Source: an optimization exercise on an open RTL-to-GDS flow (aim: small area, a short achievable clock period and few clock cycles). Production flows keep margins and buffers that such runs may drop. RTL that was checked went through simulation tests only; none was proved equivalent to the original.

## v17
## cc_pi
module cc_pi (
    input  wire        clk,
    input  wire        rst,           
    input  wire        in_valid,
    output wire        in_ready,
    input  wire [31:0] in_e,
    input  wire [31:0] in_ff,
    input  wire [31:0] in_r,          
    input  wire [31:0] in_kp,
    input  wire [31:0] in_kit,
    input  wire [31:0] in_lo,
    input  wire [31:0] in_hi,
    input  wire [31:0] in_i0,
    output reg         out_valid,
    output wire [31:0] out_y,
    output wire [31:0] out_i,
    output reg         out_held
);
clock: 30.0 ns
lec_check: 0
cap_margin: 20
core_margin: 2
core_utilization: 40
slew_margin: 20
standard.sh (not shown) runs the stock make flow with config.mk's settings and CLKGATE_MAP_FILE= SYNTH_SCRIPT=/design/flow/synth_recipe.tcl, a recipe that flattens the netlist after the stock synthesis.
==> flow/flow/run.sh <==
#!/bin/bash
# Standard layout (the standard.sh, unchanged synthesis and steps), with
# repair_timing asked to aim for a larger setup slack than the clock needs,
# so that it shortens the critical paths. Constraints are the design's.
set -euo pipefail
MARGIN=${MARGIN:-$(cat flow/margin.txt)}
bash standard.sh finish SETUP_SLACK_MARGIN=$MARGIN > flow_make.log 2>&1
==> flow/flow/margin.txt <==
16
v17: all stages complete, timing, DRC and antenna checks passed
Testbench counts of v17, summed over its fixed seeds: cycles 9,624.
Setup changes, v17 to v5
==> flow/run.sh (new file) <==
#!/bin/bash
# synth_recipe.tcl (not shown) runs the flow's synth.tcl, then flattens the netlist and writes it again
# the make line also repeats each setting of config.mk as NAME=value (left out here)
make -C /OpenROAD-flow-scripts/flow DESIGN_CONFIG=/design/flow/config.mk WORK_HOME=/design/flow/orfs CLKGATE_MAP_FILE= SYNTH_SCRIPT=/design/flow/synth_recipe.tcl finish
removed: flow/flow/run.sh
removed: flow/flow/margin.txt
removed: flow/standard.sh
Notes after the runs:
In the flow results for v5 and v17, the maximum single-stage delay on the critical path is larger on v5. Of the two values seen for source of the critical timing path, rB was produced by v17 and vB by v5. v5 vs v17: clock tree buffer count of the final layout down by more than 10%. v17 has lower clock skew than v5. Termination of the worst setup path: st_i[11] -> v5, y_r[28] -> v17. Final worst setup slack: higher on v17.

========
run 1:
cc_pi, a different RTL version from the one above (not shown whole).
Size: roughly 6,900 cells after synthesis, ~460 flip-flops.
export LEC_CHECK = 0
export ABC_AREA = 1
export CAP_MARGIN = 20
export CORE_MARGIN = 2
export CORE_UTILIZATION = 40
export SLEW_MARGIN = 20
create_clock -name core_clock -period 30.0 [get_ports {clk}]
==> flow/flow/run.sh <==
#!/bin/bash
# Standard layout (the standard.sh, unchanged synthesis and steps), with
# repair_timing asked to aim for a larger setup slack than the clock needs,
# so that it shortens the critical paths. Constraints are the design's.
set -euo pipefail
MARGIN=${MARGIN:-$(cat flow/margin.txt)}
bash standard.sh finish SETUP_SLACK_MARGIN=$MARGIN > flow_make.log 2>&1
==> flow/flow/margin.txt <==
17.5
diff inputs: run 1 => run 3
==> flow/flow/margin.txt <==
16
==> run summary <==
Looking at endpoint arrival time on the critical path, run 3 sits above run 1.
The lower detailed route wirelength on metal3 came out of run 3.
The required time of the critical path in run 3 was higher than what run 1 gave.
Comparing maximum net fanout on the critical path for run 3 and run 1, the smaller number came from run 1.
Sort run 3 and run 1 by final wirelength asc -> top: run 3
Between run 3 and run 1, it is run 3 whose critical path depth is higher, by about 6%.
Relative to run 1, the global-route wire length before repair measured on run 3 has decreased slightly.
Function was not checked in any run of this note: the RTL went through the layout flow alone.

========
cc_pi, a different RTL version from the one above (not shown whole).
Size in the first run: about 7,100 cells after synthesis, about 460 flip-flops, ~330 I/O pins.
==> flow/config.mk <==
export PLATFORM = sky130hd
export DESIGN_NAME = cc_pi
export DESIGN_NICKNAME = cc_pi
export VERILOG_FILES = /design/flow/design.v
export SDC_FILE = /design/flow/constraint.sdc
export NUM_CORES = 4
export LEC_CHECK = 0
export ABC_AREA = 1
export CAP_MARGIN = 5
export CORE_MARGIN = 2
export CORE_UTILIZATION = 40
export SLEW_MARGIN = 5
export TNS_END_PERCENT = 0
==> flow/constraint.sdc <==
create_clock -name core_clock -period 30.0 [get_ports {clk}]
set_input_delay 6.0000 -clock core_clock [delete_from_list [all_inputs] [get_ports {clk}]]
set_output_delay 6.0000 -clock core_clock [all_outputs]
set_load 0.01 [all_outputs]
==> flow/flow/margin.txt <==
20
Scripts as last shown in full above: flow/flow/run.sh
The baseline completed without violations.
Testbench counts at the start, summed over its fixed seeds: cycles 9,352.
Rerun with:
==> flow/flow/run.sh (replaced) <==
#!/bin/bash
# Standard layout (the standard.sh, unchanged synthesis and steps), with
# repair_timing asked to aim for a larger setup slack than the clock needs,
# so that it shortens the critical paths, and the buffers that synthesis put
# in removed before placement so that repair buffers the nets itself.
# Constraints are the design's.
set -euo pipefail
MARGIN=${MARGIN:-$(cat flow/margin.txt)}
bash standard.sh finish SETUP_SLACK_MARGIN=$MARGIN REMOVE_ABC_BUFFERS=1 > flow_make.log 2>&1
CAP_MARGIN = 20   (was 5)
SLEW_MARGIN = 20   (was 5)
The new run completed with no timing, DRC or antenna violations.
Register-to-register slack got worse by 0.19 ns.
Wire length barely changes.
Flip-flop and latch count does not change.

========
Setup of juniper:
cc_pi again, from the RTL that the note above started with.
clock: 30.0 ns
lec_check: 0
abc_area: 1
cap_margin: 20
core_margin: 2
core_utilization: 40
place_density: 0.72
slew_margin: 20
tns_end_percent: 0
==> flow/flow/run.sh <==
#!/bin/bash
# Standard layout (the standard.sh, unchanged synthesis and steps), with
# repair_timing asked to aim for a larger setup slack than the clock needs,
# so that it shortens the critical paths. Constraints are the design's.
set -euo pipefail
MARGIN=${MARGIN:-$(cat flow/margin.txt)}
bash standard.sh finish SETUP_SLACK_MARGIN=$MARGIN > flow_make.log 2>&1
Scripts as last shown in full above: flow/flow/margin.txt
juniper went all the way through the flow, and no timing, DRC or antenna check failed.
Testbench counts of juniper, summed over its fixed seeds: cycles 9,352.
Inputs modified between juniper and garnet:
Settings: TNS_END_PERCENT: 0 -> unset; PLACE_DENSITY: 0.72 -> 0.7; CORE_UTILIZATION: 40 -> 55.
==> flow/flow/margin.txt <==
19
==> run summary <==
The insertion delay of the later-clocked pin in the worst-skew pair on garnet is in line with that on juniper. Compared with juniper, garnet shows a post-CTS setup buffer count that is 112 lower. The global-route track usage on met3 reported for garnet is greater than that of juniper by 3.1 points. Compared with juniper, garnet shows count of clock buffers in the final design that has gone up by a few percent. On number of iterations in the first detailed-routing pass, the lower figure sits with garnet, not juniper. Critical path depth for garnet is higher than for juniper. Compared with juniper, garnet shows sequential share of layout area higher by 0.68 points. Compared with juniper, garnet shows a lower via count. juniper reports its capturing instance or port of the critical path as acc[21]$_DFF_P_ while garnet reports acc[26]$_DFF_P_.
Here is what was changed in the inputs of nickel compared with garnet.
Settings: PLACE_DENSITY: 0.7 -> unset; CORE_UTILIZATION: 55 -> 40.
## What came out
- nickel ended up with a higher synthesis-to-finish area growth than garnet did.
- Looking at garnet and nickel, the fmax is a wash.
- Met2 routed wirelength (nickel over garnet): increase, 4800 um
- nickel against garnet: placed instance count went up by about 5.6%, number of standard-cell rows in the floorplan higher.
- Comparing garnet and nickel, the lower setup slack of the critical path after layout is on garnet.
- | fraction of met1 tracks used by global routing | nickel vs garnet | 8.1 points lower |
- Delta (nickel minus garnet): wire length of the first global-routing pass now larger.
Input-level comparison between willow and nickel:
Settings: TNS_END_PERCENT newly set to 0.
==> flow/flow/margin.txt <==
20
--- outcome ---
willow ends up with higher delay of the slowest critical-path stage than nickel does. willow vs. nickel: DRC violation count after routing did not really move; post-layout utilization of the core ~0 delta; effective utilization at floorplan was more or less identical; total area of multi-input combinational cells shows an increase of about 0.4%; fraction of area in multi-input gates now larger.
For sierra, these inputs were changed with respect to willow:
Settings: removing TNS_END_PERCENT (formerly 0).
[summary]
- Diff willow -> sierra: count of buffering cells on the critical path with inverters included rose 3.
- Layout overhead on the synthesized area for sierra is higher than for willow.
- Looking at routed wire length across both flows, sierra is the weaker of the two, with willow ahead.
- In the tables for sierra and willow, utilization reads lower with willow.
- Comparing willow against sierra, there is no change at all in share of flip-flops with an asynchronous set or reset after synthesis.
- Going from willow to sierra, largest incremental delay on the critical path went down 80 ps, cell area saw an increase, total inserted antenna cells up 1.

[static timing again, ports no longer ideal]
The results above use ideal ports. As a check the final layouts listed here were re-extracted and re-timed, cells and wires unchanged. Step 1 sets driving cells, clkbuf_16 on the clock port and buf_2 on the other inputs (assumed; they add their load-dependent delay and slew). Step 2 also shifts input and output timing later by t, the mid clock arrival at the registers, as if the neighbouring blocks saw the same clock. Three values: no drivers, after step 1, after step 2; two values: the first two.
run	shift t [ns]	setup WS [ns]	worst register clock-pin slew, ns
v17	0.716	14.015 / 14.015 / 14.015	0.07 / 0.07
v5	0.712	7.697 / 7.697 / 7.697	0.08 / 0.08
run 1	0.730	17.653 / 17.653 / 17.653	0.08 / 0.08
run 3	0.724	16.652 / 16.652 / 16.652	0.08 / 0.08
the first run of note 3	0.736	19.659 / 19.659 / 19.659	0.07 / 0.07
the second run of note 3	0.750	19.465 / 19.465 / 19.465	0.08 / 0.08
juniper	0.720	19.781 / 19.781 / 19.781	0.10 / 0.10
garnet	0.724	19.274 / 19.274 / 19.274	0.10 / 0.10
nickel	0.760	19.290 / 19.290 / 19.290	0.08 / 0.08
willow	0.736	19.676 / 19.676 / 19.676	0.07 / 0.07
sierra	0.737	19.764 / 19.764 / 19.764	0.07 / 0.07
After both steps every run listed still meets setup and hold.
